Background: an optimization exercise with open tools, aiming at small area, a short achievable clock period and few clock cycles per item. Do not read the settings as production practice.

==> branch maple: inputs <==
==> flow/design.v <==
module spread_hash (
    input  wire          clk,
    input  wire          rst,         
    input  wire          start,       
    input  wire          kind,        
    input  wire [63:0]   mask,        
    input  wire [1023:0] words,       
    input  wire [31:0]   seed,        
    input  wire [319:0]  key,         
    output reg           done,        
    output wire [31:0]   hash
);
    localparam [511:0] CRC_L16 = 512'h8fc847e423f211f908fc047e8df746fbacb5d992e301fe487f24b05ad7e56bf235f91afc82b6ce93e8817440b5e8d53c6a9eba87d28be68dfc8e7e473f231f91;
    localparam [1023:0] CRC_L32 = 1024'h8fc8e57b47e472bd23f2395e11f91caf08fc8e57047e472b8df7c6ee46fbe377acb514c0d9926f1be301d2f6fe480c007f240600b05ae67bd7e596466bf2cb2335f965911afcb2c882b6bc1fce93bb74e88138c174409c60b5e8ab4bd53cb0de6a9e586fba87c94cd28b01dde68d6595fc8e57b17e472bd83f2395ec1f91caf6;
    reg          busy;        
    reg          st1;         
    reg          lh;          
    reg  [63:0]  pend;        
    reg  [63:0]  l1, l2;      
    reg  [7:0]   h1, h2, h3;  
    reg  [15:0]  w1, w2;      
    reg          v2;          
    reg  [31:0]  acc;         
    reg  [63:0]  kw;          
    reg  [9:0]   kptr;        
    assign hash = acc;
    reg  [7:0]   gb1, gb2;    
    reg  [7:0]   f1;          
    reg  [7:0]   f2a, f2b;    
    integer      g, k;
    always @* begin
        gb1[0] = 1'b0;
        gb2[0] = 1'b0;
        for (g = 1; g < 8; g = g + 1) begin
            gb1[g] = gb1[g-1] | h1[g-1];
            gb2[g] = gb2[g-1] | h2[g-1] | (gb1[g-1] & h1[g-1]);
        end
        for (g = 0; g < 8; g = g + 1) begin
            f1[g]  = h1[g] & ~gb1[g];
            f2a[g] = h2[g] & ~gb1[g];
            f2b[g] = h1[g] & gb1[g] & ~gb2[g];
        end
    end
    reg  [15:0]  ga [0:7];    
    reg  [15:0]  gb [0:7];    
    reg  [15:0]  rd1, rd2;
    reg  [63:0]  s1, s2;      
    always @* begin
        rd1 = 16'd0;
        rd2 = 16'd0;
        for (g = 0; g < 8; g = g + 1) begin
            ga[g] = 16'd0;
            gb[g] = 16'd0;
            for (k = 0; k < 8; k = k + 1) begin
                ga[g] = ga[g] | (words[16*(8*g+k) +: 16] & {16{l1[8*g+k]}});
                gb[g] = gb[g] | (words[16*(8*g+k) +: 16] & {16{l2[8*g+k]}});
                s1[8*g+k] = l1[8*g+k] & f1[g];
                s2[8*g+k] = (l2[8*g+k] & f2a[g]) | (l1[8*g+k] & f2b[g]);
            end
            rd1 = rd1 | (ga[g] & {16{f1[g]}});
            rd2 = rd2 | (gb[g] & {16{f2a[g]}}) | (ga[g] & {16{f2b[g]}});
        end
    end
    wire [63:0]  pend_next = start ? mask : (pend & ~s1 & ~s2);
    reg  [63:0]  nl1, nl2;
    reg  [7:0]   nh1, nh2, nh3;
    reg          e1, e2, e3;
    always @* begin
        for (g = 0; g < 8; g = g + 1) begin
            e1 = 1'b0;
            e2 = 1'b0;
            e3 = 1'b0;
            for (k = 0; k < 8; k = k + 1) begin
                nl1[8*g+k] = pend_next[8*g+k] & ~e1;
                nl2[8*g+k] = pend_next[8*g+k] & e1 & ~e2;
                e3 = e3 | (e2 & pend_next[8*g+k]);
                e2 = e2 | (e1 & pend_next[8*g+k]);
                e1 = e1 | pend_next[8*g+k];
            end
            nh1[g] = e1;
            nh2[g] = e2;
            nh3[g] = e3;
        end
    end
    reg          a1, a2, a3;  
    always @* begin
        a1 = 1'b0;
        a2 = 1'b0;
        a3 = 1'b0;
        for (g = 0; g < 8; g = g + 1) begin
            a3 = a3 | h3[g] | (a2 & h1[g]) | (a1 & h2[g]);
            a2 = a2 | h2[g] | (a1 & h1[g]);
            a1 = a1 | h1[g];
        end
    end
    wire         last_read = ~a3;
    reg  [31:0]  kpair;       
    reg  [63:0]  kinit;       
    integer      m, c;
    always @* begin
        kpair = 32'd0;
        for (c = 0; c < 10; c = c + 1)
            for (m = 0; m < 32; m = m + 1)
                kpair[m] = kpair[m] | (key[319 - 32*c - m] & kptr[c]);
        for (m = 0; m < 64; m = m + 1)
            kinit[m] = key[319 - m];
    end
    wire [15:0]  b1 = {w1[7:0], w1[15:8]};
    wire [15:0]  b2 = {w2[7:0], w2[15:8]};
    wire [15:0]  t1 = acc[15:0] ^ b1;
    wire [31:0]  t2 = acc ^ {b2, b1};
    reg  [31:0]  crc_a, crc_b;
    integer      o;
    always @* begin
        for (o = 0; o < 32; o = o + 1) begin
            crc_a[o] = (o < 16 ? acc[o + 16] : 1'b0) ^ (^(t1 & CRC_L16[16*o +: 16]));
            crc_b[o] = ^(t2 & CRC_L32[32*o +: 32]);
        end
    end
    wire [31:0]  crc_next = v2 ? crc_b : crc_a;
    wire [31:0]  tin;
    genvar       gj;
    generate
        for (gj = 0; gj < 16; gj = gj + 1) begin : g_in
            assign tin[gj]      = w1[15 - gj];
            assign tin[16 + gj] = w2[15 - gj];
        end
    endgenerate
    function [7:0] hank8;                     
        input [7:0]  x;
        input [14:0] h;
        integer      qq;
        begin
            for (qq = 0; qq < 8; qq = qq + 1)
                hank8[qq] = ^(x & h[qq +: 8]);
        end
    endfunction
    function [15:0] hank16;
        input [15:0] x;
        input [30:0] h;
        reg   [7:0]  p;
        begin
            p = hank8(x[7:0] ^ x[15:8], h[22:8]);
            hank16[7:0]  = p ^ hank8(x[7:0],  h[14:0]  ^ h[22:8]);
            hank16[15:8] = p ^ hank8(x[15:8], h[30:16] ^ h[22:8]);
        end
    endfunction
    wire [15:0]  tp  = hank16(tin[15:0] ^ tin[31:16], kw[46:16]);
    wire [15:0]  ty0 = tp ^ hank16(tin[15:0],  kw[30:0]  ^ kw[46:16]);
    wire [15:0]  ty1 = tp ^ hank16(tin[31:16], kw[62:32] ^ kw[46:16]);
    wire [31:0]  ty  = {ty1, ty0};            
    reg  [31:0]  tpz_next;
    integer      q;
    always @* begin
        for (q = 0; q < 32; q = q + 1)
            tpz_next[31 - q] = acc[31 - q] ^ ty[q];
    end
    always @(posedge clk) begin
        pend <= pend_next;
        l1   <= nl1;
        l2   <= nl2;
        h1   <= nh1;
        h2   <= nh2;
        h3   <= nh3;
        w1   <= rd1;
        w2   <= rd2;
        v2   <= f2a != 8'd0 || f2b != 8'd0;
        acc  <= st1 ? (kind ? 32'd0 : seed) : (kind ? tpz_next : crc_next);
        kw   <= st1 ? kinit : {kpair, kw[63:32]};
        kptr <= st1 ? 10'd4 : {kptr[8:0], kptr[9]};
        if (rst) begin
            busy <= 1'b0;
            st1  <= 1'b0;
            lh   <= 1'b0;
            done <= 1'b0;
        end else begin
            st1  <= start;
            lh   <= busy && h1 != 8'd0 && last_read;
            done <= lh || (st1 && h1 == 8'd0);
            busy <= start || (busy && !(lh || (st1 && h1 == 8'd0)));
        end
    end
endmodule
==> flow/flow/run.sh <==
#!/bin/bash
# The standard layout (standard.sh: standard synthesis unchanged), except that the
# buffer that buffer_ports puts on every input and output port is the smallest buffer
# cell instead of the default choice (every port still gets its own buffer).
set -euo pipefail
export BUFFER_PORTS_ARGS="-buffer_cell sky130_fd_sc_hd__buf_1"
bash standard.sh finish > standard_flow.log 2>&1
==> flow/standard.sh <==
#!/bin/bash
# synth_recipe.tcl (not shown) runs the flow's synth.tcl, then flattens the netlist and writes it again
# the make line also repeats each setting of config.mk as NAME=value (left out here)
make -C /OpenROAD-flow-scripts/flow DESIGN_CONFIG=/design/flow/config.mk WORK_HOME=/design/flow/orfs CLKGATE_MAP_FILE= SYNTH_SCRIPT=/design/flow/synth_recipe.tcl "${@:-finish}"
==> flow/config.mk <==
export PLATFORM = sky130hd
export DESIGN_NAME = spread_hash
export DESIGN_NICKNAME = spread_hash
export VERILOG_FILES = /design/flow/design.v
export SDC_FILE = /design/flow/constraint.sdc
export NUM_CORES = 4
export LEC_CHECK = 0
export CAP_MARGIN = 35
export CORE_AREA = 10 10 500 500
export DIE_AREA = 0 0 510 510
export SETUP_SLACK_MARGIN = 3.6
export SLEW_MARGIN = 35
==> flow/constraint.sdc <==
create_clock -name core_clock -period 7.0 [get_ports {clk}]
set_input_delay 1.4000 -clock core_clock [delete_from_list [all_inputs] [get_ports {clk}]]
set_output_delay 1.4000 -clock core_clock [all_outputs]
set_load 0.01 [all_outputs]
==> branch ember: changes against branch maple <==
==> flow/design.v, changed modules only <==
module spread_hash (
    input  wire          clk,
    input  wire          rst,         
    input  wire          start,       
    input  wire          kind,        
    input  wire [63:0]   mask,        
    input  wire [1023:0] words,       
    input  wire [31:0]   seed,        
    input  wire [319:0]  key,         
    output reg           done,        
    output wire [31:0]   hash
);
    localparam [511:0] CRC_L16 = 512'h8fc847e423f211f908fc047e8df746fbacb5d992e301fe487f24b05ad7e56bf235f91afc82b6ce93e8817440b5e8d53c6a9eba87d28be68dfc8e7e473f231f91;
    localparam [1023:0] CRC_L32 = 1024'h8fc8e57b47e472bd23f2395e11f91caf08fc8e57047e472b8df7c6ee46fbe377acb514c0d9926f1be301d2f6fe480c007f240600b05ae67bd7e596466bf2cb2335f965911afcb2c882b6bc1fce93bb74e88138c174409c60b5e8ab4bd53cb0de6a9e586fba87c94cd28b01dde68d6595fc8e57b17e472bd83f2395ec1f91caf6;
    reg          busy;        
    reg          st1;         
    reg          lh;          
    reg  [63:0]  pend;        
    reg  [15:0]  w1, w2;      
    reg          v2;          
    reg  [31:0]  acc;         
    reg  [63:0]  kw;          
    reg  [9:0]   kptr;        
    assign hash = acc;
    reg  [63:0]  l1, l2;
    reg  [7:0]   h1, h2;
    reg          e1, e2;
    integer      g, k;
    always @* begin
        for (g = 0; g < 8; g = g + 1) begin
            e1 = 1'b0;
            e2 = 1'b0;
            for (k = 0; k < 8; k = k + 1) begin
                l1[8*g+k] = pend[8*g+k] & ~e1;
                l2[8*g+k] = pend[8*g+k] & e1 & ~e2;
                e2 = e2 | (e1 & pend[8*g+k]);
                e1 = e1 | pend[8*g+k];
            end
            h1[g] = e1;
            h2[g] = e2;
        end
    end
    reg  [7:0]   gb1, gb2;    
    reg  [63:0]  s1, s2;      
    always @* begin
        gb1[0] = 1'b0;
        gb2[0] = 1'b0;
        for (g = 1; g < 8; g = g + 1) begin
            gb1[g] = gb1[g-1] | h1[g-1];
            gb2[g] = gb2[g-1] | h2[g-1] | (gb1[g-1] & h1[g-1]);
        end
        for (g = 0; g < 8; g = g + 1)
            for (k = 0; k < 8; k = k + 1) begin
                s1[8*g+k] = l1[8*g+k] & ~gb1[g];
                s2[8*g+k] = (l2[8*g+k] & ~gb1[g]) | (l1[8*g+k] & gb1[g] & ~gb2[g]);
            end
    end
    wire [63:0]  pend_next = pend & ~s1 & ~s2;
    wire [15:0]  rd1, rd2;
    spread_hash_rd u_rd1 (.sel(s1), .words(words), .y(rd1));
    spread_hash_rd u_rd2 (.sel(s2), .words(words), .y(rd2));
    reg  [31:0]  kpair;       
    reg  [63:0]  kinit;       
    integer      m, c;
    always @* begin
        kpair = 32'd0;
        for (c = 0; c < 10; c = c + 1)
            for (m = 0; m < 32; m = m + 1)
                kpair[m] = kpair[m] | (key[319 - 32*c - m] & kptr[c]);
        for (m = 0; m < 64; m = m + 1)
            kinit[m] = key[319 - m];
    end
    wire [15:0]  b1 = {w1[7:0], w1[15:8]};
    wire [15:0]  b2 = {w2[7:0], w2[15:8]};
    wire [15:0]  t1 = acc[15:0] ^ b1;
    wire [31:0]  t2 = acc ^ {b2, b1};
    reg  [31:0]  crc_a, crc_b;
    integer      o;
    always @* begin
        for (o = 0; o < 32; o = o + 1) begin
            crc_a[o] = (o < 16 ? acc[o + 16] : 1'b0) ^ (^(t1 & CRC_L16[16*o +: 16]));
            crc_b[o] = ^(t2 & CRC_L32[32*o +: 32]);
        end
    end
    wire [31:0]  crc_next = v2 ? crc_b : crc_a;
    wire [31:0]  tin;
    genvar       gj;
    generate
        for (gj = 0; gj < 16; gj = gj + 1) begin : g_in
            assign tin[gj]      = w1[15 - gj];
            assign tin[16 + gj] = w2[15 - gj];
        end
    endgenerate
    function [7:0] hank8;                     
        input [7:0]  x;
        input [14:0] h;
        integer      qq;
        begin
            for (qq = 0; qq < 8; qq = qq + 1)
                hank8[qq] = ^(x & h[qq +: 8]);
        end
    endfunction
    function [15:0] hank16;
        input [15:0] x;
        input [30:0] h;
        reg   [7:0]  p;
        begin
            p = hank8(x[7:0] ^ x[15:8], h[22:8]);
            hank16[7:0]  = p ^ hank8(x[7:0],  h[14:0]  ^ h[22:8]);
            hank16[15:8] = p ^ hank8(x[15:8], h[30:16] ^ h[22:8]);
        end
    endfunction
    wire [15:0]  tp  = hank16(tin[15:0] ^ tin[31:16], kw[46:16]);
    wire [15:0]  ty0 = tp ^ hank16(tin[15:0],  kw[30:0]  ^ kw[46:16]);
    wire [15:0]  ty1 = tp ^ hank16(tin[31:16], kw[62:32] ^ kw[46:16]);
    wire [31:0]  ty  = {ty1, ty0};            
    reg  [31:0]  tpz_next;
    integer      q;
    always @* begin
        for (q = 0; q < 32; q = q + 1)
            tpz_next[31 - q] = acc[31 - q] ^ ty[q];
    end
    always @(posedge clk) begin
        pend <= start ? mask : pend_next;
        w1   <= rd1;
        w2   <= rd2;
        v2   <= s2 != 64'd0;
        acc  <= st1 ? (kind ? 32'd0 : seed) : (kind ? tpz_next : crc_next);
        kw   <= st1 ? kinit : {kpair, kw[63:32]};
        kptr <= st1 ? 10'd4 : {kptr[8:0], kptr[9]};
        if (rst) begin
            busy <= 1'b0;
            st1  <= 1'b0;
            lh   <= 1'b0;
            done <= 1'b0;
        end else begin
            st1  <= start;
            lh   <= busy && pend != 64'd0 && pend_next == 64'd0;
            done <= lh || (st1 && pend == 64'd0);
            busy <= start || (busy && !(lh || (st1 && pend == 64'd0)));
        end
    end
endmodule
module spread_hash_rd (
    input  wire [63:0]   sel,
    input  wire [1023:0] words,
    output reg  [15:0]   y
);
    integer i;
    always @* begin
        y = 16'd0;
        for (i = 0; i < 64; i = i + 1)
            y = y | (words[16*i +: 16] & {16{sel[i]}});
    end
endmodule
==> flow/run.sh (new file) <==
#!/bin/bash
# synth_recipe.tcl (not shown) runs the flow's synth.tcl, then flattens the netlist and writes it again
# the make line also repeats each setting of config.mk as NAME=value (left out here)
make -C /OpenROAD-flow-scripts/flow DESIGN_CONFIG=/design/flow/config.mk WORK_HOME=/design/flow/orfs CLKGATE_MAP_FILE= SYNTH_SCRIPT=/design/flow/synth_recipe.tcl finish
CORE_AREA = 10 10 550 550   (was 10 10 500 500)
DIE_AREA = 0 0 560 560   (was 0 0 510 510)
SETUP_SLACK_MARGIN = 4.5   (was 3.6)
SYNTH_HIERARCHICAL = 1   (was not set)
removed: flow/flow/run.sh
removed: flow/standard.sh
==> results.cfg <==
[layout]
nNonClkBuffers = 1689
synthToLayoutAreaGrowth_pct = 33.3
fillers = 27000

[setup_path]
path_cells = xnor2_1 -> xnor2_1 -> xnor2_1 -> xnor2_1 -> xnor2_1 -> a211oi_1 -> a21oi_1 -> o21ai_1
critPathCapture = acc[16]
reg2reg_from = acc[21]

[synth]
ys_types = 96
ys_warn_count = 3

[timing]
fin_crit_ns = 3.55
hold_ws_ns = 0.473

[grt]
grt_max_degree = 62
met1_usage_pct = 31.5

[run_status]
status = finished clean

[cts]
post_cts_resized = 136
insertion_delay_ns = 0.73
[end of results for branch maple]
==> results.cfg <==
[min_path]
hold_class = flip-flop to flip-flop

[timing]
hold_ws_ns = 0.505
fin_crit_ns = 4.67

[setup_path]
reg2reg_from = pend[9]
critPathCapture = w2[15]
path_cells = buf_12 -> or4_4 -> nor4_4 -> buf_4 -> buf_6 -> buf_6 -> nand2_4 -> nor2_4 -> buf_6 -> nor4_2 -> a31oi_1 -> buf_4 -> nor2_4 -> buf_12 -> buf_16 -> a22o_1 -> a221oi_1 -> nand4_1 -> or4_1

[layout]
nNonClkBuffers = 2295
synthToLayoutAreaGrowth_pct = 95.1
fillers = 31000

[run_status]
status = finished clean

[grt]
met1_usage_pct = 32.8
grt_max_degree = 84

[synth]
ys_warn_count = 8

[cts]
insertion_delay_ns = 0.64
[end of results for branch ember]
No run of this note included a check of the RTL's function; only the layout flow was run.

## separate check: timing with driven ports
How much do the figures lean on ideal ports? The routed layouts below were timed once more, with nothing changed but the port constraints.
Step 1 (the two cells are an assumption about what drives the block):
set clk [get_ports {clk}]
set_driving_cell -lib_cell sky130_fd_sc_hd__clkbuf_16 $clk
set_driving_cell -lib_cell sky130_fd_sc_hd__buf_2 [delete_from_list [all_inputs] $clk]
Step 2 times the ports against the registers' clock, not the clock port: input delays grow and output delays shrink by t, the midpoint of the rising clock arrivals with the driver on.
Three values: ideal, step 1, step 2; two values: the first two.
| run | t (ns) | setup slack, ns | hold WS [ns] | slew at the worst register clock pin (ns) | pins driven straight from the clock port |
|---|---|---|---|---|---|
| branch maple | 0.812 | 3.450 / 3.450 / 2.935 | 0.473 / 0.473 / 0.473 | 0.09 / 0.09 | 1 |
| branch ember | 0.703 | 2.328 / 2.328 / 2.328 | 0.505 / 0.505 / 0.505 | 0.07 / 0.07 | 1 |
After both steps every run listed still meets setup and hold. The setup slack of branch maple, which loses most, moves by 0.000 ns with the drivers and by -0.515 ns with both steps.
